This design comes from an exercise in tuning for small area, a short achievable clock period and few clock cycles per item on the open sky130 flow, not from production work. Where RTL was checked, it was by simulation tests only, not by an equivalence proof against the original. Power is estimated from default activity; no workload was simulated.

// boholt_dec
module boholt_dec (
    input  wire        clk,
    input  wire        rst,
    input  wire        in_valid,
    input  wire [31:0] in_data,
    input  wire        in_last,
    output wire        in_ready,
    output reg         out_valid,
    output reg  [15:0] out_item,
    output reg         done,
    output wire [2:0]  res_fault,
    output wire [12:0] res_fault_pos,
    output wire        res_crc_bad,
    output wire [12:0] res_count,
    output wire        hist_we,
    output wire [11:0] hist_waddr,
    output wire [15:0] hist_wdata,
    output wire        hist_re,
    output wire [11:0] hist_raddr,
    input  wire [15:0] hist_rdata
);
export LEC_CHECK = 0
export CAP_MARGIN = 20
export CORE_MARGIN = 2
export CORE_UTILIZATION = 40
export PLACE_DENSITY = 0.6
export SETUP_SLACK_MARGIN = 5
export SLEW_MARGIN = 20
create_clock -name core_clock -period 12.0 [get_ports {clk}]
standard.sh (not shown) runs the stock make flow with config.mk's settings and CLKGATE_MAP_FILE= SYNTH_SCRIPT=/design/flow/synth_recipe.tcl, a recipe that flattens the netlist after the stock synthesis.
==> flow/flow/run.sh <==
#!/bin/bash
set -euo pipefail
MARGIN=${MARGIN:-7.5}
sed "s/SETUP_SLACK_MARGIN=[0-9.]*/SETUP_SLACK_MARGIN=$MARGIN/" standard.sh > standard_margin.sh
bash standard_margin.sh > standard.log 2>&1
Change:
==> flow/flow/run.sh (replaced) <==
#!/bin/bash
set -euo pipefail
MARGIN=${MARGIN:-8.5}
sed "s/SETUP_SLACK_MARGIN=[0-9.]*/SETUP_SLACK_MARGIN=$MARGIN/" standard.sh > standard_margin.sh
bash standard_margin.sh > standard.log 2>&1
After rerunning: The new run finished clean. Synthesized area stays the same. Count of clock-buffer cells in the layout shrinks by 8. Via count is higher by a little under a tenth. Synthesized cell count does not change. Power rose by a few percent. Final cell count goes up by a few percent. Design area rises by roughly a tenth. Setup slack gets worse by 0.041 ns.
No functional check of the RTL was part of any run of this note.

* * *

Another version of the RTL of boholt_dec (not shown whole).
For scale: ~280 flip-flops, roughly 140 I/O pins, ~0.022 mm^2 of cells after synthesis.
// boholt_dec
module boholt_dec (
    input  wire        clk,
    input  wire        rst,
    input  wire        in_valid,
    input  wire [31:0] in_data,
    input  wire        in_last,
    output reg         in_ready,
    output reg         out_valid,
    output reg  [15:0] out_item,
    output reg         done,
    output wire [2:0]  res_fault,
    output wire [12:0] res_fault_pos,
    output wire        res_crc_bad,
    output wire [12:0] res_count,
    output wire        hist_we,
    output wire [11:0] hist_waddr,
    output wire [15:0] hist_wdata,
    output reg         hist_re,
    output reg  [11:0] hist_raddr,
    input  wire [15:0] hist_rdata
);
export LEC_CHECK = 0
export CAP_MARGIN = 20
export CORE_MARGIN = 2
export CORE_UTILIZATION = 60
export CTS_BUF_LIST = sky130_fd_sc_hd__clkbuf_4 sky130_fd_sc_hd__clkbuf_8
export PLACE_DENSITY = 0.75
export SETUP_SLACK_MARGIN = 5
export SLEW_MARGIN = 20
create_clock -name core_clock -period 12.0 [get_ports {clk}]
==> flow/flow/run.sh <==
#!/bin/bash
# The standard layout (standard.sh, with its synthesis unchanged), with
#  - each port buffered, as the standard flow does, with the smallest buffer
#    cell (timing repair resizes it where needed).
# Every tool's output goes to standard.log in this folder.
set -euo pipefail
MARGIN=7.75
sed "s/SETUP_SLACK_MARGIN=[0-9.]*/SETUP_SLACK_MARGIN=$MARGIN/" standard.sh > standard_margin.sh
export BUFFER_PORTS_ARGS="-buffer_cell sky130_fd_sc_hd__buf_1"
bash standard_margin.sh > standard.log 2>&1
The baseline produced a clean layout.
Testbench counts at the start, summed over its fixed seeds: cycles 183,811, items 178,205.
Edit:
--- a/flow/flow/run.sh
+++ b/flow/flow/run.sh
@@ -5,5 +5,5 @@
 # Every tool's output goes to standard.log in this folder.
 set -euo pipefail
-MARGIN=7.75
+MARGIN=8.0
 sed "s/SETUP_SLACK_MARGIN=[0-9.]*/SETUP_SLACK_MARGIN=$MARGIN/" standard.sh > standard_margin.sh
 export BUFFER_PORTS_ARGS="-buffer_cell sky130_fd_sc_hd__buf_1"
Settings changed: CTS_BUF_LIST sky130_fd_sc_hd__clkbuf_4 sky130_fd_sc_hd__clkbuf_8 to sky130_fd_sc_hd__clkbuf_8 sky130_fd_sc_hd__clkbuf_16, CTS_CLUSTER_DIAMETER set to 60, CTS_CLUSTER_SIZE set to 20.
Outcome: Critical path depth went down by 14. Maximum frequency increases by 3.4%. Via count drops by 0.40%. Total power came out lower by 2.5%. Non-clock buffer count increases by 15.
Edit:
Settings changed: CTS_BUF_LIST sky130_fd_sc_hd__clkbuf_8 sky130_fd_sc_hd__clkbuf_16 to not set, CTS_CLUSTER_DIAMETER 60 to not set, CTS_CLUSTER_SIZE 20 to not set.
Outcome: Maximum frequency is higher by about 0.7%. Utilization came out higher by 0.15 points. Hold slack improved by 0.0049 ns. Design area is about the same. Wire length fell by 0.38%. Critical path depth climbs by 10.
Edit:
Settings changed: CTS_BUF_LIST set to sky130_fd_sc_hd__clkbuf_4 sky130_fd_sc_hd__clkbuf_8.
- The new run passed the timing, DRC and antenna checks
- non-clock buffer count goes up by 13
- worst setup slack loses 0.0092 ns
- sequential share of layout area decreases by 0.18 points
- total power barely changes

separate check: timing with driven ports:
The flow's constraints put no driver on any port. The routed layouts listed below were extracted and timed again, unchanged, in two steps.
Step 1: set_driving_cell puts a clkbuf_16 on clk and a buf_2 on each other input, an assumption about the parent block.
Step 2 adds t to the input delays and takes it off the output delays; t is the mean of the earliest and latest rising clock arrival at the registers after step 1. Input paths then give back, and output paths get back, about the clock's delay inside the block.
Slacks: ideal / step 1 / step 2; pairs: ideal / step 1.
run | t, ns | setup WS [ns] | worst setup path at the end | latest minus earliest clock arrival (ns) | pins driven straight from the clock port
the first run of note 1 | 0.629 | 7.468 / 7.404 / 7.311 | input to register | 0.019 / 0.019 | 1
the second run of note 1 | 0.623 | 7.426 / 7.365 / 7.783 | register to register | 0.021 / 0.020 | 1
the first run of note 2 | 0.696 | 7.915 / 7.915 / 7.890 | input to register | 0.031 / 0.032 | 1
the second run of note 2 | 0.637 | 8.048 / 7.993 / 8.122 | register to register | 0.036 / 0.036 | 1
the third run of note 2 | 0.589 | 8.074 / 8.033 / 8.074 | register to register | 0.023 / 0.023 | 1
the fourth run of note 2 | 0.683 | 8.065 / 8.018 / 8.130 | register to register | 0.036 / 0.036 | 1
After both steps every run listed still meets setup and hold. For the first run of note 1, which loses most, drivers alone change the setup slack by -0.064 ns; drivers and shift together by -0.157 ns.
